Background: an optimization exercise with open tools, aiming at small area, a short achievable clock period and few clock cycles per item. Do not read the settings as production practice.
RTL that was checked went through simulation tests only; none was proved equivalent to the original.
The RTL of run 1 was laid out without a check of its function.

<file path="flow/standard.sh">
#!/bin/bash
# synth_recipe.tcl (not shown) runs the flow's synth.tcl, then flattens the netlist and writes it again
# the make line also repeats each setting of config.mk as NAME=value (left out here)
make -C /OpenROAD-flow-scripts/flow DESIGN_CONFIG=/design/flow/config.mk WORK_HOME=/design/flow/orfs CLKGATE_MAP_FILE= SYNTH_SCRIPT=/design/flow/synth_recipe.tcl "${@:-finish}"
</file>
<file path="flow/design.v">
module sr_bf16 (
    input  wire        clk,
    input  wire        rst,
    input  wire        cfg_load,
    input  wire [63:0] cfg_seed,
    input  wire [63:0] cfg_step,
    input  wire [63:0] cfg_idx_base,
    input  wire [63:0] cfg_idx_stride,
    input  wire        in_valid,
    output reg         in_ready,
    input  wire [31:0] in_data,
    output reg         out_valid,
    input  wire        out_ready,
    output reg  [15:0] out_data
);
    reg [63:0] seed, step, stride;
    reg [63:0] idx;           
    function [31:0] rotl;
        input [31:0] x;
        input integer n;
        begin
            rotl = (x << n) | (x >> (32 - n));
        end
    endfunction
    function [31:0] add2;
        input [31:0] x, y;
        reg [31:0] p, g, pp, gg, p2, g2;
        integer i, l;
        begin
            p = x ^ y; g = x & y; pp = p; gg = g;
            for (l = 0; l < 5; l = l + 1) begin
                g2 = gg; p2 = pp;
                for (i = 0; i < 32; i = i + 1)
                    if ((i >> l) % 2 == 1) begin
                        gg[i] = g2[i] | (p2[i] & g2[((i >> l) << l) - 1]);
                        pp[i] = p2[i] & p2[((i >> l) << l) - 1];
                    end
            end
            add2 = p ^ {gg[30:0], 1'b0};
        end
    endfunction
    function [63:0] add64;
        input [63:0] x, y;
        reg [63:0] p, g, pp, gg, p2, g2;
        integer i, l;
        begin
            p = x ^ y; g = x & y; pp = p; gg = g;
            for (l = 0; l < 6; l = l + 1) begin
                g2 = gg; p2 = pp;
                for (i = 0; i < 64; i = i + 1)
                    if ((i >> l) % 2 == 1) begin
                        gg[i] = g2[i] | (p2[i] & g2[((i >> l) << l) - 1]);
                        pp[i] = p2[i] & p2[((i >> l) << l) - 1];
                    end
            end
            add64 = p ^ {gg[62:0], 1'b0};
        end
    endfunction
    function [31:0] add3;
        input [31:0] x, y, z;
        reg [31:0] s, c;
        begin
            s = x ^ y ^ z;
            c = (x & y) | (x & z) | (y & z);
            add3 = add2(s, {c[30:0], 1'b0});
        end
    endfunction
    wire [31:0] k0 [0:3];
    wire [31:0] k1 [0:3];
    assign k0[0] = seed[31:0];
    assign k1[0] = seed[63:32];
    assign k0[1] = add2(seed[31:0], 32'h9e3779b9);
    assign k1[1] = add2(seed[63:32], 32'hbb67ae85);
    assign k0[2] = add2(seed[31:0], 32'h3c6ef372);
    assign k1[2] = add2(seed[63:32], 32'h76cf5d0a);
    assign k0[3] = add2(seed[31:0], 32'hdaa66d2b);
    assign k1[3] = add2(seed[63:32], 32'h32370b8f);
    function [127:0] sr_step;
        input [127:0] st;
        input [31:0]  ka, kc;
        input integer j;
        reg [31:0] a, b, c, d;
        begin
            a = st[127:96]; b = st[95:64]; c = st[63:32]; d = st[31:0];
            case (j % 4)
                0: begin a = add3(a, b, ka); d = rotl(d ^ a, 16); end
                1: begin c = add3(c, d, kc); b = rotl(b ^ c, 12); end
                2: begin a = add2(a, b);     d = rotl(d ^ a, 8);  end
                default: begin c = add2(c, d); b = rotl(b ^ c, 7); end
            endcase
            sr_step = {a, b, c, d};
        end
    endfunction
    function [127:0] sr_step_nk;
        input [127:0] st;
        input integer j;
        reg [31:0] a, b, c, d;
        begin
            a = st[127:96]; b = st[95:64]; c = st[63:32]; d = st[31:0];
            if (j % 4 == 0) begin a = add2(a, b); d = rotl(d ^ a, 16); end
            else            begin c = add2(c, d); b = rotl(b ^ c, 12); end
            sr_step_nk = {a, b, c, d};
        end
    endfunction
    function [15:0] sr_round;
        input [31:0] x;
        input [15:0] r;
        reg [16:0] lo;
        begin
            lo = {1'b0, x[15:0]} + {1'b0, r};
            if (x[30:23] == 8'hFF && x[22:0] != 23'd0)
                sr_round = {x[31], 15'h7FC0};                          
            else if (lo[16] && x[30:16] != 15'h7F7F)
                sr_round = x[31:16] + 16'd1;
            else
                sr_round = x[31:16];
        end
    endfunction
    integer j;
    reg  [2:0] rq_n;          
    reg  [3:0] gen_n;
    reg          x_v;          
    always @* begin
        gen_n = rq_n + p1_v + p2_v + p3_v;
    end
    wire issue = gen_n - x_v < 4'd4;
    reg [127:0] h0;
    always @* begin
        h0 = {idx[31:0], idx[63:32], step[31:0], step[63:32]};
        for (j = 0; j < 4; j = j + 1)
            h0 = sr_step(h0, k0[j / 4], k1[j / 4], j);
        h0[127:96] = add2(h0[127:96], k0[1]);
    end
    reg [127:0] p1_st;
    reg         p1_v;
    always @(posedge clk) begin
        p1_st <= h0;
        p1_v  <= !rst && !cfg_load && issue;
    end
    reg [127:0] h1;
    always @* begin
        h1 = p1_st;
        h1 = sr_step_nk(h1, 4);    
        for (j = 5; j < 8; j = j + 1)
            h1 = sr_step(h1, k0[j / 4], k1[j / 4], j);
        h1[127:96] = add2(h1[127:96], k0[2]);
    end
    reg [127:0] p2_st;
    reg         p2_v;
    always @(posedge clk) begin
        p2_st <= h1;
        p2_v  <= !rst && !cfg_load && p1_v;
    end
    reg [127:0] h2;
    always @* begin
        h2 = p2_st;
        h2 = sr_step_nk(h2, 8);    
        for (j = 9; j < 12; j = j + 1)
            h2 = sr_step(h2, k0[j / 4], k1[j / 4], j);
        h2[127:96] = add2(h2[127:96], k0[3]);
    end
    reg [127:0] p3_st;
    reg         p3_v;
    always @(posedge clk) begin
        p3_st <= h2;
        p3_v  <= !rst && !cfg_load && p2_v;
    end
    reg [127:0] h3;
    always @* begin
        h3 = p3_st;
        h3 = sr_step_nk(h3, 12);    
        for (j = 13; j < 16; j = j + 1)
            h3 = sr_step(h3, k0[j / 4], k1[j / 4], j);
    end
    wire [31:0] rnd  = h3[127:96] ^ h3[95:64] ^ h3[63:32] ^ h3[31:0];
    wire        push = p3_v;
    reg [15:0] rq [0:3];
    reg [1:0]  rq_wr, rq_rd;
    wire [15:0] r_head = rq[rq_rd];
    always @(posedge clk) begin
        if (push)
            rq[rq_wr] <= rnd[15:0];
        if (rst || cfg_load) begin
            rq_n  <= 3'd0;
            rq_wr <= 2'd0;
            rq_rd <= 2'd0;
        end else begin
            rq_n  <= rq_n + push - x_v;
            if (push) rq_wr <= (rq_wr == 2'd3) ? 2'd0 : rq_wr + 1'b1;
            if (x_v)  rq_rd <= (rq_rd == 2'd3) ? 2'd0 : rq_rd + 1'b1;
        end
        if (cfg_load) begin
            seed   <= cfg_seed;
            step   <= cfg_step;
            stride <= cfg_idx_stride;
            idx    <= cfg_idx_base;
        end else if (issue) begin
            idx    <= add64(idx, stride);
        end
    end
    reg         rdy;           
    wire        accept = in_valid && rdy;
    reg  [31:0] x_q;
    always @(posedge clk) begin
        x_q <= in_data;
        x_v <= !rst && accept;
    end
    wire [15:0] res = sr_round(x_q, r_head);
    reg  [2:0]  t;
    reg  [15:0] q1, q2;
    wire        pop = t[0] && out_ready;
    wire [3:0] r_av = rq_n + push + p2_v - x_v;
    wire r_ok0 = r_av >= 4'd1;      
    wire r_ok1 = r_av >= 4'd2;      
    wire [2:0] o_n = t[0] + t[1] + t[2] + x_v;
    wire o_ok00 = o_n <= 3'd2;          
    wire o_ok01 = o_n <= 3'd1;          
    wire o_ok11 = o_n <= 3'd2;          
    wire rdy_0 = r_ok0 && o_ok00;
    wire rdy_1 = r_ok1 && o_ok01;
    wire rdy_p0 = r_ok0;                
    wire rdy_p1 = r_ok1 && o_ok11;
    wire [15:0] head_h = t[0] ? out_data : res;
    wire [15:0] head_p = t[1] ? q1 : res;
    wire [15:0] q1_h   = (t[0] && !t[1]) ? res : q1;
    wire [15:0] q1_p   = (t[1] && !t[2]) ? res : q2;
    wire [15:0] q2_h   = (t[1] && !t[2]) ? res : q2;
    always @(posedge clk) begin
        if (rst) begin
            t         <= 3'd0;
            out_valid <= 1'b0;
            in_ready  <= 1'b0;
            rdy       <= 1'b0;
        end else begin
            if (x_v && !pop)
                t <= {t[1:0], 1'b1};
            else if (pop && !x_v)
                t <= {1'b0, t[2:1]};
            out_valid <= x_v || t[1] || (out_valid && !out_ready);
            if (cfg_load) begin
                in_ready <= 1'b0;
                rdy      <= 1'b0;
            end else begin
                in_ready <= pop ? (accept ? rdy_p1 : rdy_p0) : (accept ? rdy_1 : rdy_0);
                rdy      <= accept ? (pop ? rdy_p1 : rdy_1) : (pop ? rdy_p0 : rdy_0);
            end
        end
        out_data <= pop ? head_p : head_h;
        q1       <= pop ? q1_p : q1_h;
        q2       <= pop ? res : q2_h;
    end
endmodule
</file>
<file path="flow/constraint.sdc">
create_clock -name core_clock -period 60.0 [get_ports {clk}]
set_input_delay 12.0000 -clock core_clock [delete_from_list [all_inputs] [get_ports {clk}]]
set_output_delay 12.0000 -clock core_clock [all_outputs]
set_load 0.01 [all_outputs]
</file>
<file path="flow/config.mk">
export PLATFORM = sky130hd
export DESIGN_NAME = sr_bf16
export DESIGN_NICKNAME = sr_bf16
export VERILOG_FILES = /design/flow/design.v
export SDC_FILE = /design/flow/constraint.sdc
export NUM_CORES = 4
export LEC_CHECK = 0
export CAP_MARGIN = 20
export CORE_MARGIN = 2
export CORE_UTILIZATION = 40
export PLACE_DENSITY = 0.6
export SLEW_MARGIN = 20
</file>
<file path="flow/flow/run.sh">
#!/bin/bash
# The standard layout (standard.sh: ORFS from the standard synthesis to
# finish, unchanged), except that
# - buffer_ports gives the ports sky130_fd_sc_hd__buf_2 buffers instead of
#   the cell it picks by default;
# - the global placement and resizing steps cap the fanout of nets at 16
#   (flow/fanout.tcl), so high-fanout nets are buffered as trees.
# make's output goes to flow.log; each ORFS step logs under orfs/logs/.
set -euo pipefail
export BUFFER_PORTS_ARGS="-buffer_cell sky130_fd_sc_hd__buf_2"
export PRE_GLOBAL_PLACE_TCL="$PWD/flow/fanout.tcl"
export PRE_RESIZE_TCL="$PWD/flow/fanout.tcl"
bash standard.sh finish > flow.log 2>&1
</file>
<file path="flow/flow/fanout.tcl">
# Placement-step hook: cap the fanout of every net, so that repair_design
# splits the key-record load strobe and the other wide nets into trees of
# buffers instead of long chains.
set_max_fanout 16 [current_design]
</file>
==> flow_summary.ini, run 1 <==
[global_routing]
gr-usage-met1 = 0.339
grt_pass1_vias = 44400
grtUsageMet3 = 0.0404
grt.total_usage = 0.292
busiest_layer = met2
grt_use_met2 = 0.481
grt_pass1_wl_microns = 313000
antenna_found_initial = 12
grt.overflow.total = 0
grt_max_degree = 17

[clock_tree]
hold_buffers = 0
htree_levels = 3
postCtsSetupBuffers = 0
numClockSinks = 803
path_clk_slew_ns = 0.06
cts-root-buf = clkbuf_16
clk_path_buf_depth = 3
cts_tree = done
cts_buffers = 92
clk_latency_ns = 0.72
postCtsResizedCells = 0

[timing]
rsz0062_at_grt = no
layout_setup_ws_ns = 44.23
relSlewSlack = 0.141
worst_slew_pin_slew_ns = 1.28
finalClockSkew_ns = 0.0456
setup-tns-final_ns = 0
min_period_ns = 15.77
hold_viol = 0
fmax_mhz = 63.4
maxSlewViolCount = 0
period_share = 0.263
setup_viol = 0

[routing]
via_count = 44100
wl_per_cell_microns = 27.7
drc_errors = 0
drt_wl_total_microns = 224000
first_pass_iters = 8
postRouteAntennaNets = 0
drt_first_iter_violations = 3278
via_per_inst = 5.44

[synthesis]
yosys_warnings = 1
avgSynthCellArea_sq_um = 10.4
synthTopCellsByArea = edfxtp_1, dfxtp_1, ha_1, xnor2_1, fa_1
synthArstFlopShare = 0
synth_nets = 6948
synth-seq-cells = 803
yosysUniqueCellTypes = 105
ys.flop_type = dfxtp_1
synth_largest_area_cell = edfxtp_1
yosysTopAreaCellShare = 0.179
synthCells = 5703
ys_seq_area_frac = 0.332
synth_edf_count = 352
syn_area_sq_um = 59100

[placement]
place.port_buffers = 310
dp_hpwl_microns = 197000
dp.cells = 7927
place_congestion = 1.07
pre_cts_slack_ns = 44.67

[floorplanning]
start_util = 0.402
dieArea_sq_um = 151000
rows = 141
boundaryPins = 311
die_y_microns = 388
core_sq_um = 147000
die_w_microns = 388

[critical_path]
path_common_cell = a21oi_1
worstSetupStartpointType = flop
worstPathArrival_ns = 16.26
crit_fanout = 5
endpoint_kind = flop
crit_required_ns = 60.49
max_stage_delay_ns = 0.90
cp_slowest_cell = xnor2_1
critPathKind = reg -> reg

[cells_and_area]
area_delta_synth_final_pct = 12.4
fin_cells = 8105
nets = 7336
drive_gt1_frac = 0.100

[run]
maxCapViolations = 0

[worst_hold_path]
hp-class = reg -> reg

[run_status]
status = timing/DRC/antenna clean
## cells by family after synthesis
group	synth area share
XOR/XNOR	0.174
AND/OR/NAND/NOR	0.0942
AO/OA/AOI/OAI	0.121
adder cells (fa/ha/maj)	0.234
flip-flops	0.332
buffers and inverters	0.0365
multiplexers	0.00830
## per-stage QoR
step	instance area, sq um	utilization	hold slack [ns]
after floorplan	59100	-	0.415
after global placement	63000	0.428	0.426
after detailed placement	63000	0.428	0.434
after CTS	66400	0.451	0.442
after global routing	66400	0.451	0.459
final	66400	0.451	0.439
## registers in the layout, summed over array words and instances, names as in the netlist, 3 cells and up, named ones only
name,flops
p1_st,128
p2_st,128
p3_st,128
idx,64
rq,64
seed,64
step,64
stride,64
x_q,32
out_data,16
q1,16
q2,16
rq_n,3
t,3
## Yosys cell counts (13+ instances only)
cell type  count
nand2_1      270
and4_1        13
nor2b_1       61
clkbuf_8      15
xnor2_1      625
nor2_1       336
a21o_1       164
a21oi_1      292
or3_1         20
o21a_1        91
and3_1        41
a31oi_1       39
inv_1        447
or2_2         22
o21ai_0      219
o21bai_1      36
and2_1        30
o211ai_1      20
nand2b_1      74
xor2_1       525
nand3_1       66
a211oi_1      27
fa_1         255
mux4_2        16
dfxtp_1      451
ha_1         697
nand4_1       43
clkbuf_1      40
a21boi_0      14
edfxtp_1     352
o31ai_1       39
nor3_1       135
## layer usage
layer | vias up | part of all wire
li1 | 20600 | -
met1 | 21200 | 0.39
met2 | 1731 | 0.46
met3 | 573 | 0.055
met4 | 8 | 0.097
met5 | - | 0.00025
## worst max-delay path: cells and delay by family, from the launching register on
family                     cells  cell delay (ns)
adders and majority gates      5             1.88
AOI/OAI and AO/OA             28             7.40
DFF                            1             0.69
and+or+nand+nor                6             0.97
xor gates and xnor gates       9             4.58
## area by class of cell
class	count	area, sq um
inverters	450	1690
clock inverters	54	758
multi-input cells	4380	37400
diodes	9	22.5
flip-flops and latches	803	19600
repair buffers	364	1960
well taps	1930	2410
clock buffers	115	2570
fillers	14000	80700
## cell usage in the layout, fill, tap and decap left out, drive strengths merged, types with 62 or more instances in the layout
master,Yosys,layout
clkbuf,56,115
fa,255,255
nor2,337,337
nor3,136,136
a21o,164,164
o21a,93,93
nand2,271,271
inv,448,458
o21ai,228,228
a21oi,294,294
xnor2,625,625
edfxtp,352,352
ha,697,697
dfxtp,451,451
nand2b,74,74
nor2b,62,62
xor2,525,525
buf,13,364
nand3,68,68
## final timing paths
path | start | to | slack [ns] | cells past startpoint
worst max register to register | p1_st[66] | p2_st[70] | 44.23 | 48
worst min register to register | q2[15] | q2[15] | 0.44 | 2
worst min-delay path | q2[15] | q2[15] | 0.44 | 2
worst max-delay path | p1_st[66] | p2_st[70] | 44.23 | 48
==> run 2, diff against run 1 <==
--- a/flow/design.v
+++ b/flow/design.v
@@ -121,13 +121,20 @@
     reg  [3:0] gen_n;
     reg          x_v;          
     always @* begin
-        gen_n = rq_n + p1_v + p2_v + p3_v;
-    end
-    wire issue = gen_n - x_v < 4'd4;
+        gen_n = rq_n + pa_v + p1_v + p2_v + p3_v + p4_v;
+    end
+    wire issue = gen_n - x_v < 4'd6;
+    reg [31:0] pa, pb;
+    reg        pa_v;
+    always @(posedge clk) begin
+        pa   <= add3(idx[31:0], idx[63:32], k0[0]);
+        pb   <= idx[63:32];
+        pa_v <= !rst && !cfg_load && issue;
+    end
     reg [127:0] h0;
     always @* begin
-        h0 = {idx[31:0], idx[63:32], step[31:0], step[63:32]};
-        for (j = 0; j < 4; j = j + 1)
+        h0 = {pa, pb, step[31:0], rotl(step[63:32] ^ pa, 16)};
+        for (j = 1; j < 4; j = j + 1)
             h0 = sr_step(h0, k0[j / 4], k1[j / 4], j);
         h0[127:96] = add2(h0[127:96], k0[1]);
     end
@@ -135,15 +142,14 @@
     reg         p1_v;
     always @(posedge clk) begin
         p1_st <= h0;
-        p1_v  <= !rst && !cfg_load && issue;
+        p1_v  <= !rst && !cfg_load && pa_v;
     end
     reg [127:0] h1;
     always @* begin
         h1 = p1_st;
         h1 = sr_step_nk(h1, 4);    
-        for (j = 5; j < 8; j = j + 1)
+        for (j = 5; j < 7; j = j + 1)
             h1 = sr_step(h1, k0[j / 4], k1[j / 4], j);
-        h1[127:96] = add2(h1[127:96], k0[2]);
     end
     reg [127:0] p2_st;
     reg         p2_v;
@@ -154,10 +160,8 @@
     reg [127:0] h2;
     always @* begin
         h2 = p2_st;
-        h2 = sr_step_nk(h2, 8);    
-        for (j = 9; j < 12; j = j + 1)
+        for (j = 7; j < 10; j = j + 1)
             h2 = sr_step(h2, k0[j / 4], k1[j / 4], j);
-        h2[127:96] = add2(h2[127:96], k0[3]);
     end
     reg [127:0] p3_st;
     reg         p3_v;
@@ -168,26 +172,39 @@
     reg [127:0] h3;
     always @* begin
         h3 = p3_st;
-        h3 = sr_step_nk(h3, 12);    
-        for (j = 13; j < 16; j = j + 1)
+        for (j = 10; j < 13; j = j + 1)
             h3 = sr_step(h3, k0[j / 4], k1[j / 4], j);
-    end
-    wire [31:0] rnd  = h3[127:96] ^ h3[95:64] ^ h3[63:32] ^ h3[31:0];
-    wire        push = p3_v;
-    reg [15:0] rq [0:3];
-    reg [1:0]  rq_wr, rq_rd;
+        h3[63:32] = add2(h3[63:32], k1[3]);
+    end
+    reg [127:0] p4_st;
+    reg         p4_v;
+    always @(posedge clk) begin
+        p4_st <= h3;
+        p4_v  <= !rst && !cfg_load && p3_v;
+    end
+    reg [127:0] h4;
+    always @* begin
+        h4 = p4_st;
+        h4 = sr_step_nk(h4, 13);    
+        for (j = 14; j < 16; j = j + 1)
+            h4 = sr_step(h4, k0[j / 4], k1[j / 4], j);
+    end
+    wire [31:0] rnd  = h4[127:96] ^ h4[95:64] ^ h4[63:32] ^ h4[31:0];
+    wire        push = p4_v;
+    reg [15:0] rq [0:5];
+    reg [2:0]  rq_wr, rq_rd;
     wire [15:0] r_head = rq[rq_rd];
     always @(posedge clk) begin
         if (push)
             rq[rq_wr] <= rnd[15:0];
         if (rst || cfg_load) begin
             rq_n  <= 3'd0;
-            rq_wr <= 2'd0;
-            rq_rd <= 2'd0;
+            rq_wr <= 3'd0;
+            rq_rd <= 3'd0;
         end else begin
             rq_n  <= rq_n + push - x_v;
-            if (push) rq_wr <= (rq_wr == 2'd3) ? 2'd0 : rq_wr + 1'b1;
-            if (x_v)  rq_rd <= (rq_rd == 2'd3) ? 2'd0 : rq_rd + 1'b1;
+            if (push) rq_wr <= (rq_wr == 3'd5) ? 3'd0 : rq_wr + 1'b1;
+            if (x_v)  rq_rd <= (rq_rd == 3'd5) ? 3'd0 : rq_rd + 1'b1;
         end
         if (cfg_load) begin
             seed   <= cfg_seed;
@@ -209,7 +226,7 @@
     reg  [2:0]  t;
     reg  [15:0] q1, q2;
     wire        pop = t[0] && out_ready;
-    wire [3:0] r_av = rq_n + push + p2_v - x_v;
+    wire [3:0] r_av = rq_n + push + p3_v - x_v;
     wire r_ok0 = r_av >= 4'd1;      
     wire r_ok1 = r_av >= 4'd2;      
     wire [2:0] o_n = t[0] + t[1] + t[2] + x_v;
==> flow/flow/run.sh (replaced) <==
#!/bin/bash
# The standard layout (standard.sh: ORFS from the standard synthesis to
# finish, unchanged), except that
# - buffer_ports gives the ports sky130_fd_sc_hd__buf_2 buffers instead of
#   the cell it picks by default;
# - before the resizing step, flow/tree.tcl rebuilds the buffering of each
#   net with 40 or more loads (the key-record load strobe and the enables it
#   drives) as a tree of buffers placed next to their loads, where
#   repair_design had built chains.
# make's output goes to flow.log; each ORFS step logs under orfs/logs/.
set -euo pipefail
export BUFFER_PORTS_ARGS="-buffer_cell sky130_fd_sc_hd__buf_2"
export PRE_RESIZE_TCL="$PWD/flow/tree.tcl"
bash standard.sh finish > flow.log 2>&1
==> flow/flow/tree.tcl (new file) <==
# Resizing-step hook: rebuild the buffering of each high-fanout signal net as
# a tree. repair_design buffers a net with hundreds of loads (the key-record
# load strobe, enables) as a long chain of buffers; here each such net gets
# leaf buffers next to the loads they drive, and mid-level buffers above
# them, before repair_design runs.

proc my_out_net {inst} {
  foreach it [$inst getITerms] {
    if {[$it isOutputSignal]} { return [$it getNet] }
  }
  return ""
}

proc my_is_buf {inst} {
  set m [[$inst getMaster] getName]
  return [expr {[string match "sky130_fd_sc_hd__buf_*" $m] || [string match "sky130_fd_sc_hd__clkbuf_*" $m]}]
}

# buffers below net (chains that repair_design built), and the real loads
proc my_below {net} {
  set bufs {}
  set nload 0
  set todo [list $net]
  while {[llength $todo]} {
    set n [lindex $todo 0]; set todo [lrange $todo 1 end]
    foreach it [$n getITerms] {
      if {![$it isInputSignal]} { continue }
      set c [$it getInst]
      if {[my_is_buf $c]} {
        lappend bufs [$c getName]
        lappend todo [my_out_net $c]
      } else {
        incr nload
      }
    }
  }
  return [list $bufs $nload]
}

# groups of about size loads of net, by location; inserts a buffer of cell
# for each group
proc my_split {net size cell tag} {
  set pins {}
  foreach p [get_pins -of_objects [get_nets [$net getName]]] {
    set it [sta::sta_to_db_pin $p]
    if {$it eq "" || ![$it isInputSignal]} { continue }
    set loc [[$it getInst] getLocation]
    lappend pins [list $p [lindex $loc 0] [lindex $loc 1]]
  }
  set n [llength $pins]
  if {$n <= $size} { return 0 }
  set ngroup [expr {int(ceil(double($n) / $size))}]
  set nrow [expr {max(1, int(round(sqrt($ngroup))))}]
  set per_row [expr {int(ceil(double($n) / $nrow))}]
  set pins [lsort -integer -index 2 $pins]
  set groups {}
  for {set r 0} {$r < $nrow} {incr r} {
    set row [lsort -integer -index 1 [lrange $pins [expr {$r * $per_row}] [expr {($r + 1) * $per_row - 1}]]]
    set k [llength $row]
    if {$k == 0} { continue }
    set ng [expr {int(ceil(double($k) / $size))}]
    set per [expr {int(ceil(double($k) / $ng))}]
    for {set i 0} {$i < $k} {incr i $per} { lappend groups [lrange $row $i [expr {$i + $per - 1}]] }
  }
  set dbu [[ord::get_db_block] getDbUnitsPerMicron]
  set i 0
  foreach g $groups {
    set sx 0; set sy 0; set lp {}
    foreach p $g { incr sx [lindex $p 1]; incr sy [lindex $p 2]; lappend lp [lindex $p 0] }
    if {[llength $lp] < 2} { continue }
    set cx [expr {double($sx) / [llength $g] / $dbu}]
    set cy [expr {double($sy) / [llength $g] / $dbu}]
    insert_buffer -buffer_cell $cell -net [$net getName] -load_pins $lp -location [list $cx $cy] -buffer_name "${tag}_$i"
    incr i
  }
  return $i
}

proc my_tree_all {min_loads leaf_size} {
  set block [ord::get_db_block]
  set k 0
  foreach net [$block getNets] {
    if {[$net getSigType] ne "SIGNAL"} { continue }
    set drv ""
    foreach it [$net getITerms] { if {[$it isOutputSignal]} { set drv [$it getInst] } }
    # start at nets not driven by a buffer, or driven by a port's input buffer
    if {$drv ne ""} {
      if {[my_is_buf $drv]} {
        set in_net ""
        foreach it [$drv getITerms] { if {[$it isInputSignal]} { set in_net [$it getNet] } }
        if {$in_net eq "" || [llength [$in_net getBTerms]] == 0} { continue }
      }
    } else { continue }
    lassign [my_below $net] bufs nload
    if {$nload < $min_loads} { continue }
    if {[llength $bufs]} { remove_buffers {*}$bufs }
    set nleaf [my_split $net $leaf_size sky130_fd_sc_hd__buf_4 "my_tree_${k}_l"]
    set nmid [my_split $net 6 sky130_fd_sc_hd__buf_8 "my_tree_${k}_m"]
    puts "my_tree: [$net getName]: $nload loads, removed [llength $bufs] buffers, $nleaf leaf and $nmid mid buffers"
    incr k
  }
}

my_tree_all 40 16
--- a/flow/config.mk
+++ b/flow/config.mk
@@ -7,6 +7,8 @@
 export LEC_CHECK = 0
 export CAP_MARGIN = 20
 export CORE_MARGIN = 2
-export CORE_UTILIZATION = 40
-export PLACE_DENSITY = 0.6
+export CORE_UTILIZATION = 55
+export CTS_CLUSTER_DIAMETER = 100
+export CTS_CLUSTER_SIZE = 20
+export PLACE_DENSITY = 0.7
 export SLEW_MARGIN = 20
removed: flow/flow/fanout.tcl
==> flow_summary.ini, run 2 <==
[cells_and_area]
final_cell_mix = ha_1, dfxtp_1, xnor2_1
post-route-util = 0.601
area_delta_synth_final_pct = 8.76
nets = 7499
drive_gt1_frac = 0.0842
layout_commonest_cell = ha_1
nFillCells = 9771

[global_routing]
grt.total_usage = 0.365
grt.overflow.total = 0
antenna_found_initial = 4
grt_pass1_vias = 45400
grt_pass1_wl_microns = 306000
grt_max_degree = 33

[clock_tree]
clk_path_buf_depth = 3
hold_buffers = 0
path_clk_slew_ns = 0.09
clk_latency_ns = 0.75
numClockSinks = 1032
htree_levels = 2
cts_buffers = 60
cts_tree = done
cts-root-buf = clkbuf_16
postCtsResizedCells = 0
postCtsSetupBuffers = 0

[timing]
hold_viol = 0
maxSlewViolCount = 0
period_share = 0.221
min_period_ns = 13.27
setup_viol = 0
fmax_mhz = 75.4
relSlewSlack = 0.141
finalClockSkew_ns = 0.0502
setup-tns-final_ns = 0
rsz0062_at_grt = no
worst_slew_pin_slew_ns = 1.28

[synthesis]
synth_nets = 7142
syn_area_sq_um = 63900
ys_seq_area_frac = 0.383
yosys_warnings = 1
synth_edf_count = 384
avgSynthCellArea_sq_um = 10.8
ys.flop_type = dfxtp_1
yosysMostFrequentCell = ha_1
synthCells = 5907
synthTopCellsByArea = dfxtp_1, edfxtp_1, ha_1, fa_1, xnor2_1
synthArstFlopShare = 0
yosysUniqueCellTypes = 97
synth-seq-cells = 1032
synth_commonest_cells = ha_1, dfxtp_1, xnor2_1
synth_largest_area_cell = dfxtp_1
yosysTopAreaCellShare = 0.203

[critical_path]
endpoint_kind = output port
path_cells = buf_2
worstPathArrival_ns = 1.27
critPathKind = reg -> out
worstSetupStartpointType = flop
cp_slowest_cell = edfxtp_1
max_stage_delay_ns = 0.39
crit_fanout = 1
crit_required_ns = 48.00
crit_family = flip-flops
critical_path_buf_inv_count = 1

[routing]
drc_errors = 0
via_per_inst = 5.81
via_count = 45600
drt_first_iter_violations = 3962
postRouteAntennaNets = 0
wl_per_cell_microns = 27.8
drt_wl_total_microns = 218000
first_pass_iters = 6

[floorplanning]
die_y_microns = 345
core_sq_um = 116000
start_util = 0.552
dieArea_sq_um = 119000
rows = 125
die_w_microns = 345
boundaryPins = 311

[placement]
place.port_buffers = 310
dp_hpwl_microns = 188000
place_congestion = 1.05

[run]
maxCapViolations = 0

[worst_hold_path]
hp-class = reg -> reg

[run_status]
status = timing/DRC/antenna clean
[run 2: changes by cell type after synthesis, moves of 15 or more]
cell	before	now
o21ai_0	219	201
inv_1	447	409
ha_1	697	664
mux2i_1	4	21
fa_1	255	278
nand2b_1	74	58
clkbuf_1	40	61
dfxtp_1	451	648
clkbuf_8	15	0
nor3_1	135	111
edfxtp_1	352	384
xnor2_1	625	582
xor2_1	525	543
a21o_1	164	205
[run 2: final timing paths]
kind | startpoint | end | slack [ns] | depth (start not counted)
worst min-delay path | idx[32] | pb[0] | 0.43 | 0
worst min register to register | idx[32] | pb[0] | 0.43 | 0
worst max register to register | step[50] | p1_st[64] | 47.49 | 37
worst max-delay path | out_data[14] | out_data[14] | 46.73 | 1
[run 2: final cells by class]
cell class	count	area [sq um]	area share
Multi-Input combinational cell	4388	37600	0.541
Sequential cell	1032	24500	0.353
Timing Repair Buffer	369	2040	0.0293
Tap cell	1524	1910	0.0274
Clock buffer	92	1620	0.0233
Inverter	413	1550	0.0223
Clock inverter	13	230	0.00331
Antenna cell	10	25.0	0.000360
[run 2: layer usage]
metal | vias to the layer above | part of all wire | GRT usage
met5 | - | 0.000060 | 0
met1 | 22000 | 0.39 | 0.438
met2 | 1762 | 0.46 | 0.592
met4 | 2 | 0.10 | 0.301
li1 | 21300 | - | -
met3 | 570 | 0.058 | 0.0430
[run 2: metrics by stage]
step / hold WS (ns) / area, sq um / setup WS (ns) / std cells
finish: 0.429 / 69500 / 46.73 / 7841
CTS: 0.426 / 69500 / 46.68 / 7830
floorplan: 0.374 / 63900 / 46.19 / 5907
global route: 0.444 / 69500 / 46.67 / 7832
global placement: 0.412 / 67400 / 45.84 / 7702
detailed placement: 0.404 / 67600 / 46.35 / 7725
[run 2: kinds of logic after synthesis]
kind of cell | Yosys count | share of synthesized area
DFF | 1032 | 0.383
adders and majority gates | 946 | 0.218
xor gates and xnor gates | 1139 | 0.159
buffers and inverters | 487 | 0.0290
muxes | 46 | 0.0105
AOI/OAI and AO/OA | 1101 | 0.113
and+or+nand+nor | 1156 | 0.0871
Testbench counts of run 2, summed over its fixed seeds: cycles 24,056, items 24,000.
==> run 3, diff against run 2 <==
--- a/flow/config.mk
+++ b/flow/config.mk
@@ -7,8 +7,8 @@
 export LEC_CHECK = 0
 export CAP_MARGIN = 20
 export CORE_MARGIN = 2
-export CORE_UTILIZATION = 55
+export CORE_UTILIZATION = 40
 export CTS_CLUSTER_DIAMETER = 100
 export CTS_CLUSTER_SIZE = 20
-export PLACE_DENSITY = 0.7
+export PLACE_DENSITY = 0.75
 export SLEW_MARGIN = 20
==> flow_summary.ini, run 3 <==
[run_status]
status = timing/DRC/antenna clean

[routing]
wl_per_cell_microns = 26.9
via_per_inst = 5.41
via_count = 45300
drc_errors = 0
drt_first_iter_violations = 3547
first_pass_iters = 5
drt_wl_total_microns = 226000
postRouteAntennaNets = 0

[synthesis]
synth-seq-cells = 1032
syn_area_sq_um = 63900
ys_seq_area_frac = 0.383
synthTopCellsByArea = dfxtp_1, edfxtp_1, ha_1, fa_1, xnor2_1
synth_edf_count = 384
synth_commonest_cells = ha_1, dfxtp_1, xnor2_1
yosysTopAreaCellShare = 0.203
yosysMostFrequentCell = ha_1
ys.flop_type = dfxtp_1
synthArstFlopShare = 0
synth_largest_area_cell = dfxtp_1
synthCells = 5907
yosys_warnings = 1
synth_nets = 7142
avgSynthCellArea_sq_um = 10.8
yosysUniqueCellTypes = 97

[worst_hold_path]
holdPathStages = 0
holdPathEnd = pb[0]
hold_path_startpoint = idx[32]
hp-class = reg -> reg

[timing]
fmax_mhz = 75.2
relSlewSlack = 0.156
finalClockSkew_ns = 0.0392
min_period_ns = 13.30
rsz0062_at_grt = no
period_share = 0.222
worst_slew_pin_slew_ns = 1.26
hold_viol = 0
maxSlewViolCount = 0
holdWs_ns = 0.418
setup_viol = 0
setup-tns-final_ns = 0

[global_routing]
grt_max_degree = 33
antenna_found_initial = 3
grt.overflow.total = 0
grt.total_usage = 0.272
grt_pass1_vias = 45700
grt_pass1_wl_microns = 317000

[cells_and_area]
stdcell_area_sq_um = 70200
fin_cells = 8379
nets = 7504
seq_area_sq_um = 24500
drive_gt1_frac = 0.0855
multi_input_area_sq_um = 37700
final_cell_mix = ha_1, dfxtp_1, xnor2_1
nFillCells = 15000
area_delta_synth_final_pct = 9.81
layout_commonest_cell = ha_1
post-route-util = 0.443

[floorplanning]
boundaryPins = 311
start_util = 0.403
core_sq_um = 159000
rows = 146
die_w_microns = 404
die_y_microns = 404
dieArea_sq_um = 163000

[critical_path]
startpoint = out_data[14]
path_cells = buf_2
crit_required_ns = 48.00
worstSetupStartpointType = flop
crit_fanout = 1
crit_family = flip-flops
reg2reg_setup_slack_ns = 47.46
worstPathArrival_ns = 1.30
reg2reg_from = p2_st[0]
critPathKind = reg -> out
critical_path_buf_inv_count = 1
r2r_end = p3_st[73]
reg2reg_depth = 39
endpoint_kind = output port
max_stage_delay_ns = 0.41
cp_slowest_cell = edfxtp_1

[clock_tree]
cts_tree = done
path_clk_slew_ns = 0.08
hold_buffers = 0
postCtsResizedCells = 0
numClockSinks = 1032
clk_latency_ns = 0.74
htree_levels = 2
cts_buffers = 59
clk_path_buf_depth = 3
cts-root-buf = clkbuf_16
postCtsSetupBuffers = 0

[placement]
place_congestion = 1.03
place.port_buffers = 310
placed_area_sq_um = 68300
dp.cells = 8279
dp_hpwl_microns = 196000

[run]
maxCapViolations = 0
[run 3: metal layers]
metal,vias up,global-route usage,share of wire
met5,-,0,0.000071
met4,2,0.203,0.092
met3,520,0.0321,0.052
met2,1708,0.462,0.47
met1,21800,0.315,0.38
li1,21200,-,-
[run 3: how the worst max path moves through the flow]
stage | endpoint | cells after the start
finish | out_data[14] | 1
global route | out_data[2] | 1
CTS | out_data[14] | 1
detailed placement | idx[39] | 8
global placement | idx[39] | 5
floorplan | idx[0] | 3
[run 3: cells by family after synthesis]
| kind of cell | Yosys count | share of synthesized area |
|---|---|---|
| buffers and inverters | 487 | 0.0290 |
| and+or+nand+nor | 1156 | 0.0871 |
| AOI/OAI and AO/OA | 1101 | 0.113 |
| muxes | 46 | 0.0105 |
| adders and majority gates | 946 | 0.218 |
| xor gates and xnor gates | 1139 | 0.159 |
| DFF | 1032 | 0.383 |
[run 3: through the flow]
stage                     worst slack (ns)
after detailed placement             46.23
after CTS                            46.65
after global routing                 46.64
after global placement               45.98
final                                46.70
after floorplan                      46.19
[run 3: layout make-up]
| type | count | share of cell area |
|---|---|---|
| diodes | 2 | 0.0000713 |
| clock buffers | 89 | 0.0232 |
| clock inverters | 8 | 0.00214 |
| inverters | 413 | 0.0221 |
| multi-input cells | 4388 | 0.537 |
| flip-flops and latches | 1032 | 0.349 |
| well taps | 2072 | 0.0369 |
| repair buffers | 375 | 0.0296 |
==> run 4, diff against run 3 <==
--- a/flow/config.mk
+++ b/flow/config.mk
@@ -7,7 +7,7 @@
 export LEC_CHECK = 0
 export CAP_MARGIN = 20
 export CORE_MARGIN = 2
-export CORE_UTILIZATION = 40
+export CORE_UTILIZATION = 60
 export CTS_CLUSTER_DIAMETER = 100
 export CTS_CLUSTER_SIZE = 20
 export PLACE_DENSITY = 0.75
==> flow_summary.ini, run 4 <==
[run_status]
status = timing/DRC/antenna clean

[routing]
top_layer = met4
wl_met3_microns = 14100
wl_per_cell_microns = 28.6
postRouteAntennaNets = 0
wl_met1_microns = 82500
dr_wl_met2_microns = 101000
via_count = 45900
first_pass_iters = 17
drt_first_iter_violations = 4172
drc_errors = 0
drt_wl_total_microns = 220000
via_per_inst = 5.97

[timing]
setup_viol = 0
rsz0062_at_grt = no
maxSlewViolCount = 0
min_period_ns = 13.27
setup-tns-final_ns = 0
finalClockSkew_ns = 0.0285
worst_slew_pin_slew_ns = 1.21
period_share = 0.221
layout_setup_ws_ns = 46.73
fmax_mhz = 75.4
relSlewSlack = 0.190
hold_viol = 0

[clock_tree]
path_clk_slew_ns = 0.09
hold_buffers = 0
clk_path_buf_depth = 3
cts-root-buf = clkbuf_16
clk_latency_ns = 0.73
cts_buffers = 59
htree_levels = 2
postCtsResizedCells = 0
numClockSinks = 1032
cts_tree = done
postCtsSetupBuffers = 0

[synthesis]
synth_commonest_cells = ha_1, dfxtp_1, xnor2_1
synthTopCellsByArea = dfxtp_1, edfxtp_1, ha_1, fa_1, xnor2_1
syn_area_sq_um = 63900
synth_largest_area_cell = dfxtp_1
synthCells = 5907
synth-seq-cells = 1032
yosys_warnings = 1
yosysMostFrequentCell = ha_1
avgSynthCellArea_sq_um = 10.8
ys.flop_type = dfxtp_1
yosysTopAreaCellShare = 0.203
synth_nets = 7142
yosysUniqueCellTypes = 97
ys_seq_area_frac = 0.383
synthArstFlopShare = 0
synth_edf_count = 384

[floorplanning]
core_sq_um = 105000
start_util = 0.606
dieArea_sq_um = 109000
boundaryPins = 311
die_y_microns = 330
rows = 119
die_w_microns = 330

[placement]
place.port_buffers = 310
placed_area_sq_um = 67400
dp_hpwl_microns = 190000
pre_cts_slack_ns = 46.30
place_congestion = 1.08

[global_routing]
grt_pass1_wl_microns = 308000
grt_pass1_vias = 45600
grt_max_degree = 33
grt.overflow.total = 0
grt.total_usage = 0.401
antenna_found_initial = 4

[critical_path]
path_cells = buf_2
crit_required_ns = 48.00
startpoint = out_data[6]
critPathKind = reg -> out
crit_family = flip-flops
endpoint_kind = output port
cp_slowest_cell = edfxtp_1
reg2reg_from = p1_st[64]
worstSetupStartpointType = flop
crit_fanout = 1
max_stage_delay_ns = 0.41
worstPathArrival_ns = 1.27
critical_path_buf_inv_count = 1

[worst_hold_path]
hp-class = reg -> reg
hold_path_startpoint = idx[32]

[run]
maxCapViolations = 0

[cells_and_area]
layout_commonest_cell = ha_1
nets = 7494
area_delta_synth_final_pct = 8.20
final_cell_mix = ha_1, dfxtp_1, xnor2_1
post-route-util = 0.656
drive_gt1_frac = 0.0832
stdcell_area_sq_um = 69200
nFillCells = 8407
-- run 4: cell count changes in the layout (fill, tap and decap cells not counted), moves of 2 or more --
cell / previous run / this run
clkbuf_1: 27 / 30
inv_6: 0 / 4
buf_4: 60 / 51
xor2_2: 3 / 0
xnor2_1: 578 / 581
clkinv_16: 2 / 0
inv_8: 2 / 0
xor2_1: 540 / 543
xnor2_2: 5 / 2
inv_16: 0 / 2
clkinv_8: 2 / 0
-- run 4: metrics by stage --
step                std cells  hold WS [ns]
detailed placement       7589         0.407
global placement         7566         0.411
finish                   7691         0.430
CTS                      7690         0.431
global route             7690         0.464
floorplan                5907         0.374
-- run 4: cell families after synthesis --
kind of cell	count (synthesis)	share of synthesized area
buf+inv	487	0.0290
fa+ha+maj	946	0.218
mux	46	0.0105
compound gates	1101	0.113
simple gates	1156	0.0871
flops	1032	0.383
xor+xnor	1139	0.159
-- run 4: path summary, 6_finish.rpt --
path,endpoint,slack (ns),depth (start not counted)
max,out_data[6],46.73,1
max reg2reg,p2_st[2],47.65,37
min reg2reg,pb[0],0.43,0
min,pb[0],0.43,0
-- run 4: final cells by class --
class | instances | area (sq um) | share of cell area
antenna | 1 | 2.50 | 0.0000362
clock inverter | 9 | 101 | 0.00147
sequential | 1032 | 24500 | 0.354
inverter | 413 | 1550 | 0.0224
clock buffer | 92 | 1620 | 0.0234
timing repair buffer | 365 | 2000 | 0.0290
multi-input combinational | 4388 | 37600 | 0.544
tap | 1391 | 1740 | 0.0252
-- run 4: per-layer routing --
| layer | GRT usage | vias to the layer above |
|---|---|---|
| met4 | 0.323 | 0 |
| li1 | - | 21300 |
| met3 | 0.0577 | 599 |
| met2 | 0.659 | 1951 |
| met1 | 0.471 | 22100 |
| met5 | 0 | - |
==> run 5, diff against run 4 <==
--- a/flow/config.mk
+++ b/flow/config.mk
@@ -7,8 +7,8 @@
 export LEC_CHECK = 0
 export CAP_MARGIN = 20
 export CORE_MARGIN = 2
-export CORE_UTILIZATION = 60
+export CORE_UTILIZATION = 40
 export CTS_CLUSTER_DIAMETER = 100
 export CTS_CLUSTER_SIZE = 20
-export PLACE_DENSITY = 0.75
+export PLACE_DENSITY = 0.6
 export SLEW_MARGIN = 20
==> flow_summary.ini, run 5 <==
[timing]
worst_slew_pin_slew_ns = 1.19
min_period_ns = 13.32
rsz0062_at_grt = no
fmax_mhz = 75.1
finalClockSkew_ns = 0.0583
hold_viol = 0
setup-tns-final_ns = 0
relSlewSlack = 0.203
maxSlewViolCount = 0
period_share = 0.222
setup_viol = 0

[floorplanning]
dieArea_sq_um = 163000
rows = 146
core_sq_um = 159000
start_util = 0.403
die_w_microns = 404
die_y_microns = 404
boundaryPins = 311

[global_routing]
antenna_found_initial = 7
grt.overflow.total = 0
grt_max_degree = 33
grt.total_usage = 0.274
grt_pass1_vias = 45100
grt_pass1_wl_microns = 316000

[placement]
dp.cells = 8281
placed_area_sq_um = 68400
place_congestion = 1.01
place.port_buffers = 310
dp_hpwl_microns = 198000

[worst_hold_path]
hp-class = reg -> reg

[cells_and_area]
final_cell_mix = ha_1, dfxtp_1, xnor2_1
layout_commonest_cell = ha_1
stdcell_area_sq_um = 70300
drive_gt1_frac = 0.0863
area_delta_synth_final_pct = 9.93
fin_cells = 8391
nets = 7509

[synthesis]
synthArstFlopShare = 0
synthTopCellsByArea = dfxtp_1, edfxtp_1, ha_1, fa_1, xnor2_1
avgSynthCellArea_sq_um = 10.8
synth_edf_count = 384
yosys_warnings = 1
yosysTopAreaCellShare = 0.203
synthCells = 5907
yosysUniqueCellTypes = 97
synth_commonest_cells = ha_1, dfxtp_1, xnor2_1
yosysMostFrequentCell = ha_1
syn_area_sq_um = 63900
synth_largest_area_cell = dfxtp_1
synth_nets = 7142
synth-seq-cells = 1032
ys_seq_area_frac = 0.383
ys.flop_type = dfxtp_1

[run]
maxCapViolations = 0

[clock_tree]
postCtsSetupBuffers = 0
cts_buffers = 61
htree_levels = 2
path_clk_slew_ns = 0.09
clk_path_buf_depth = 3
numClockSinks = 1032
cts_tree = done
postCtsResizedCells = 0
hold_buffers = 0
cts-root-buf = clkbuf_16
clk_latency_ns = 0.76

[critical_path]
worstSetupStartpointType = input port
crit_fanout = 15
endpoint_kind = flop
crit_required_ns = 60.47
worstPathArrival_ns = 13.79
critPathKind = in -> reg

[routing]
drt_first_iter_violations = 3140
drc_errors = 0
drt_wl_total_microns = 227000
via_per_inst = 5.35
wl_per_cell_microns = 27.0
via_count = 44900
first_pass_iters = 6
postRouteAntennaNets = 0

[run_status]
status = timing/DRC/antenna clean
## run 5: cell counts after synthesis
No cell type changed its count.
## run 5: layout make-up
cell class	instances	area [sq um]
repair buffers	378	2110
inverters	413	1550
flip-flops and latches	1032	24500
well taps	2072	2590
clock inverters	12	144
diodes	4	10.0
fillers	15000	88300
multi-input cells	4388	37600
clock buffers	92	1720
## run 5: worst max-delay path: stages
cell and delay, ns:
buf_8 0.16, buf_8 0.20, buf_4 0.36, inv_1 0.46
nand2_1 0.19, nor3_1 0.06, a221oi_1 0.25, nand3_1 0.11
## run 5: path summary, 6_finish.rpt
kind	start	endpoint	slack, ns	cells after the start
setup / recovery	cfg_load	idx[39]	46.68	8
hold reg to reg	idx[32]	pb[0]	0.43	0
setup reg to reg	seed[34]	p1_st[65]	47.29	38
hold / removal	idx[32]	pb[0]	0.43	0
## run 5: cell families (layout without fill, tap and decap cells)
kind of cell             after synthesis  in the layout  share of synthesized area
multiplexers                          46             46                     0.0105
adder cells (fa/ha/maj)              946            946                      0.218
XOR/XNOR                            1139           1139                      0.159
AND/OR/NAND/NOR                     1156           1156                     0.0871
other                                  0              4                          0
AO/OA/AOI/OAI                       1101           1101                      0.113
buffers and inverters                487            895                     0.0290
flip-flops                          1032           1032                      0.383
## run 5: per-layer routing
layer  up-vias  track usage  share of wire
met3       470       0.0285          0.044
li1      21300            -              -
met1     21700        0.320           0.39
met4         0        0.201          0.088
met2      1404        0.467           0.48
met5         -            0              0
## run 5: per-stage QoR
stage	setup WS, ns	hold slack, ns	utilization
global placement	44.85	0.406	0.430
detailed placement	45.95	0.415	0.431
finish	46.68	0.434	0.443
global route	46.64	0.450	0.443
CTS	46.65	0.435	0.443
floorplan	46.19	0.374	-
==> run 6, diff against run 5 <==
--- a/flow/design.v
+++ b/flow/design.v
@@ -174,7 +174,6 @@
         h3 = p3_st;
         for (j = 10; j < 13; j = j + 1)
             h3 = sr_step(h3, k0[j / 4], k1[j / 4], j);
-        h3[63:32] = add2(h3[63:32], k1[3]);
     end
     reg [127:0] p4_st;
     reg         p4_v;
@@ -185,8 +184,7 @@
     reg [127:0] h4;
     always @* begin
         h4 = p4_st;
-        h4 = sr_step_nk(h4, 13);    
-        for (j = 14; j < 16; j = j + 1)
+        for (j = 13; j < 16; j = j + 1)
             h4 = sr_step(h4, k0[j / 4], k1[j / 4], j);
     end
     wire [31:0] rnd  = h4[127:96] ^ h4[95:64] ^ h4[63:32] ^ h4[31:0];
--- a/flow/config.mk
+++ b/flow/config.mk
@@ -7,8 +7,8 @@
 export LEC_CHECK = 0
 export CAP_MARGIN = 20
 export CORE_MARGIN = 2
-export CORE_UTILIZATION = 40
+export CORE_UTILIZATION = 60
 export CTS_CLUSTER_DIAMETER = 100
 export CTS_CLUSTER_SIZE = 20
-export PLACE_DENSITY = 0.6
+export PLACE_DENSITY = 0.75
 export SLEW_MARGIN = 20
==> flow_summary.ini, run 6 <==
[critical_path]
critPathKind = reg -> reg
reg2reg_setup_slack_ns = 46.61
worstPathArrival_ns = 13.78
max_stage_delay_ns = 0.81
crit_required_ns = 60.39
crit_fanout = 6
worstSetupStartpointType = flop
path_common_cell = a21oi_1
cp_slowest_cell = xnor2_1
endpoint_kind = flop
reg2reg_depth = 45
reg2reg_from = seed[32]
r2r_end = rq[4][1]

[routing]
via_per_inst = 5.86
postRouteAntennaNets = 0
wl_per_cell_microns = 27.7
via_count = 44600
first_pass_iters = 5
drt_wl_total_microns = 211000
drc_errors = 0
drt_first_iter_violations = 4029

[floorplanning]
dieArea_sq_um = 108000
start_util = 0.603
rows = 119
boundaryPins = 311
die_y_microns = 329
core_sq_um = 105000
die_w_microns = 329

[clock_tree]
numClockSinks = 1032
cts_buffers = 59
postCtsResizedCells = 0
cts-root-buf = clkbuf_16
postCtsSetupBuffers = 0
htree_levels = 2
clk_path_buf_depth = 3
hold_buffers = 0
path_clk_slew_ns = 0.09
cts_tree = done
clk_latency_ns = 0.73

[worst_hold_path]
holdPathStages = 0
hold_path_startpoint = idx[32]
holdPathEnd = pb[0]
hp-class = reg -> reg

[timing]
period_share = 0.223
layout_setup_ws_ns = 46.61
hold_viol = 0
rsz0062_at_grt = no
maxSlewViolCount = 0
finalClockSkew_ns = 0.0473
setup-tns-final_ns = 0
worst_slew_pin_slew_ns = 1.25
min_period_ns = 13.39
setup_viol = 0
fmax_mhz = 74.7
relSlewSlack = 0.166
holdWs_ns = 0.441

[synthesis]
synth-compound-area-share = 0.108
synth_fa_ha_area_frac = 0.222
synth_largest_area_cell = dfxtp_1
synth_mux_area_frac = 0.0112
synthTopCellsByArea = dfxtp_1, edfxtp_1, ha_1, fa_1, xnor2_1
synthXorXnorAreaFrac = 0.156
ys.flop_type = dfxtp_1
synth-seq-cells = 1032
synth_nets = 7059
yosys_warnings = 1
synth-simple-area-share = 0.0821
yosysTopAreaCellShare = 0.205
avgSynthCellArea_sq_um = 10.9
yosysMostFrequentCell = dfxtp_1
ys_seq_area_frac = 0.387
synth_top_family_by_area = adder cells
syn_area_sq_um = 63300
synthArstFlopShare = 0
yosysUniqueCellTypes = 94
synth_edf_count = 384
synthCells = 5826
synth_commonest_cells = dfxtp_1, ha_1, xnor2_1

[global_routing]
grt_pass1_wl_microns = 297000
grt.total_usage = 0.391
antenna_found_initial = 9
grt_pass1_vias = 44100
grt.overflow.total = 0
grt_max_degree = 33

[cells_and_area]
nets = 7417
drive_gt1_frac = 0.0823
final_cell_mix = dfxtp_1, ha_1, xnor2_1
layout_commonest_cell = dfxtp_1
area_delta_synth_final_pct = 8.29

[placement]
place_congestion = 1.08
dp_hpwl_microns = 182000
place.port_buffers = 310
pre_cts_slack_ns = 46.34

[run]
maxCapViolations = 0

[run_status]
status = timing/DRC/antenna clean
run 6: cell types whose count changed in the layout (fill, tap and decap cells not counted), moves of 22 or more:
cell | previous run | this run
o21a_1 | 87 | 111
o21ai_1 | 2 | 56
inv_1 | 409 | 485
o21ai_0 | 201 | 142
fa_1 | 278 | 307
a21oi_1 | 297 | 272
ha_1 | 664 | 633
a21o_1 | 205 | 147
nand3_1 | 80 | 58
nand2_1 | 272 | 242
nor2_1 | 347 | 372
run 6: worst max-delay path: cells and delay by family (launching register included):
kind | cells | cell delay (ns)
buffers and inverters | 2 | 0.33
adder cells (fa/ha/maj) | 5 | 1.69
XOR/XNOR | 5 | 1.95
AO/OA/AOI/OAI | 18 | 4.05
flip-flops | 1 | 0.60
AND/OR/NAND/NOR | 15 | 4.44
run 6: layer usage:
layer | vias to the layer above | share of wire | global-route usage
li1 | 20800 | - | -
met1 | 21400 | 0.38 | 0.462
met2 | 1889 | 0.46 | 0.633
met3 | 575 | 0.065 | 0.0542
met4 | 2 | 0.10 | 0.327
met5 | - | 0.000061 | 0
run 6: cell families after synthesis:
group,count (synthesis)
AOI/OAI and AO/OA,1037
and+or+nand+nor,1102
xor gates and xnor gates,1109
buffers and inverters,557
DFF,1032
adders and majority gates,940
muxes,49
run 6: worst max-delay path by stage:
stage | slack (ns) | endpoint | from | cells past startpoint
detailed placement | 46.34 | idx[44] | cfg_load | 5
finish | 46.61 | rq[4][1] | seed[32] | 45
global placement | 45.30 | idx[8] | cfg_load | 4
global route | 45.98 | rq[1][3] | seed[32] | 45
floorplan | 46.19 | idx[0] | cfg_load | 3
CTS | 46.69 | out_data[10] | out_data[10] | 1
run 6: through the flow:
stage	instance area, sq um	util	instances
global route	68500	0.653	7616
detailed placement	66800	0.636	7514
global placement	66600	0.634	7490
finish	68500	0.653	7619
floorplan	63300	-	5826
CTS	68500	0.653	7615
run 6: final cells by class:
class / count / area, sq um
Clock buffer: 93 / 1600
Antenna cell: 4 / 10.0
Timing Repair Buffer: 367 / 2020
Inverter: 487 / 1830
Clock inverter: 8 / 118
Sequential cell: 1032 / 24500
Multi-Input combinational cell: 4237 / 36700
Tap cell: 1391 / 1740
Fill cell: 8359 / 36400
Testbench counts of run 6, summed over its fixed seeds: cycles 24,056, items 24,000.
==> run 7, diff against run 6 <==
--- a/flow/config.mk
+++ b/flow/config.mk
@@ -7,8 +7,8 @@
 export LEC_CHECK = 0
 export CAP_MARGIN = 20
 export CORE_MARGIN = 2
-export CORE_UTILIZATION = 60
+export CORE_UTILIZATION = 55
 export CTS_CLUSTER_DIAMETER = 100
 export CTS_CLUSTER_SIZE = 20
-export PLACE_DENSITY = 0.75
+export PLACE_DENSITY = 0.7
 export SLEW_MARGIN = 20
==> flow_summary.ini, run 7 <==
[floorplanning]
dieArea_sq_um = 118000
rows = 124
boundaryPins = 311
die_y_microns = 343
die_w_microns = 343
start_util = 0.554
core_sq_um = 114000

[cells_and_area]
layout_commonest_cell = dfxtp_1
drive_gt1_frac = 0.0844
final_cell_mix = dfxtp_1, ha_1, xnor2_1
nets = 7428
area_delta_synth_final_pct = 8.71

[global_routing]
grt.overflow.total = 0
grt_pass1_wl_microns = 307000
grt.total_usage = 0.372
antenna_found_initial = 9
grt_max_degree = 33
grt_pass1_vias = 44300

[synthesis]
yosys_warnings = 1
syn_area_sq_um = 63300
yosysMostFrequentCell = dfxtp_1
ys.flop_type = dfxtp_1
synthCells = 5826
synth-seq-cells = 1032
yosysTopAreaCellShare = 0.205
synth_fa_ha_area_frac = 0.222
synth_top_family_by_area = adder cells
synthArstFlopShare = 0
synth_edf_count = 384
synth_mux_area_frac = 0.0112
yosysUniqueCellTypes = 94
ys_seq_area_frac = 0.387
synth_commonest_cells = dfxtp_1, ha_1, xnor2_1
synthXorXnorAreaFrac = 0.156
synthTopCellsByArea = dfxtp_1, edfxtp_1, ha_1, fa_1, xnor2_1
synth-compound-area-share = 0.108
synth_largest_area_cell = dfxtp_1
avgSynthCellArea_sq_um = 10.9
synth_nets = 7059
synth-simple-area-share = 0.0821

[timing]
rsz0062_at_grt = no
finalClockSkew_ns = 0.0581
worst_slew_pin_slew_ns = 1.22
holdWs_ns = 0.428
min_period_ns = 13.37
period_share = 0.223
setup_viol = 0
relSlewSlack = 0.184
setup-tns-final_ns = 0
hold_viol = 0
maxSlewViolCount = 0
layout_setup_ws_ns = 46.63
fmax_mhz = 74.8

[routing]
wl_met1_microns = 84900
drt_wl_total_microns = 220000
via_count = 44500
drc_errors = 0
wl_per_cell_microns = 28.3
via_per_inst = 5.74
postRouteAntennaNets = 0
first_pass_iters = 6
wl_met3_microns = 12200
dr_wl_met2_microns = 102000
top_layer = met5
drt_first_iter_violations = 3723

[critical_path]
worstSetupStartpointType = flop
crit_family = flip-flops
crit_required_ns = 48.00
endpoint_kind = output port
cp_slowest_cell = edfxtp_1
max_stage_delay_ns = 0.46
path_cells = buf_2
critPathKind = reg -> out
worstPathArrival_ns = 1.37
crit_fanout = 1
critical_path_buf_inv_count = 1

[clock_tree]
clk_latency_ns = 0.74
cts_buffers = 59
postCtsSetupBuffers = 0
postCtsResizedCells = 0
cts_tree = done
htree_levels = 2
hold_buffers = 0
path_clk_slew_ns = 0.09
cts-root-buf = clkbuf_16
clk_path_buf_depth = 3
numClockSinks = 1032

[placement]
dp_hpwl_microns = 191000
pre_cts_slack_ns = 46.44
place.port_buffers = 310
place_congestion = 1.03

[worst_hold_path]
hp-class = reg -> reg

[run]
maxCapViolations = 0

[run_status]
status = timing/DRC/antenna clean
run 7: cell counts after synthesis:
Identical to the previous run, type by type.
run 7: path summary, 6_finish.rpt:
check | slack (ns) | startpoint | cells after the start | to
worst max-delay path | 46.63 | out_data[6] | 1 | out_data[6]
worst min register to register | 0.43 | idx[32] | 0 | pb[0]
worst max register to register | 47.25 | seed[32] | 45 | rq[1][1]
worst min-delay path | 0.43 | idx[32] | 0 | pb[0]
run 7: metrics by stage:
step	cells	utilization	cell area [sq um]
6_report	7751	0.603	68800
3_3_place_gp	7620	0.585	66800
2_1_floorplan	5826	-	63300
3_5_place_dp	7645	0.587	67000
5_1_grt	7746	0.603	68800
4_1_cts	7745	0.602	68800
run 7: metal layers:
layer / GRT usage / up-vias
met2: 0.612 / 1630
met4: 0.285 / 6
met1: 0.446 / 21600
li1: - / 20800
met3: 0.0470 / 511
met5: 0 / -
run 7: cell families after synthesis:
family	after synthesis
xor gates and xnor gates	1109
and+or+nand+nor	1102
AOI/OAI and AO/OA	1037
DFF	1032
adders and majority gates	940
buffers and inverters	557
muxes	49
run 7: area by class of cell:
class | instances | area (sq um)
timing repair buffer | 378 | 2100
clock buffer | 89 | 1610
sequential | 1032 | 24500
inverter | 487 | 1830
antenna | 5 | 12.5
multi-input combinational | 4237 | 36700
clock inverter | 11 | 150
fill | 9697 | 45400
tap | 1512 | 1890

## afterwards: timing with drivers on the ports
In the flow no input, the clock included, has a driving cell. The finished layouts below were timed again as built, in two steps.
Step 1 (the two cells are an assumption about what drives the block):
set clk [get_ports {clk}]
set_driving_cell -lib_cell sky130_fd_sc_hd__clkbuf_16 $clk
set_driving_cell -lib_cell sky130_fd_sc_hd__buf_2 [delete_from_list [all_inputs] $clk]
Step 2 times the ports against the registers' clock, not the clock port: input delays grow and output delays shrink by t, the midpoint of the rising clock arrivals with the driver on.
Slacks: no drivers / after step 1 / after step 2; pairs: no drivers / after step 1.
| run | t (ns) | slack for setup (ns) | worst setup path after step 2 | clock arrival spread, ns |
|---|---|---|---|---|
| run 1 | 0.786 | 44.229 / 44.229 / 44.229 | register to register | 0.046 / 0.047 |
| run 2 | 0.800 | 46.731 / 46.656 / 46.333 | input to register | 0.051 / 0.051 |
| run 3 | 0.788 | 46.698 / 46.630 / 46.194 | input to register | 0.039 / 0.039 |
| run 4 | 0.786 | 46.733 / 46.654 / 46.241 | input to register | 0.037 / 0.037 |
| run 5 | 0.813 | 46.679 / 46.619 / 45.838 | input to register | 0.062 / 0.062 |
| run 6 | 0.788 | 46.614 / 46.614 / 46.316 | input to register | 0.047 / 0.047 |
| run 7 | 0.799 | 46.634 / 46.550 / 46.406 | input to register | 0.058 / 0.058 |
After both steps every run listed still meets setup and hold. For run 5, which loses most, drivers alone change the setup slack by -0.060 ns; drivers and shift together by -0.841 ns.
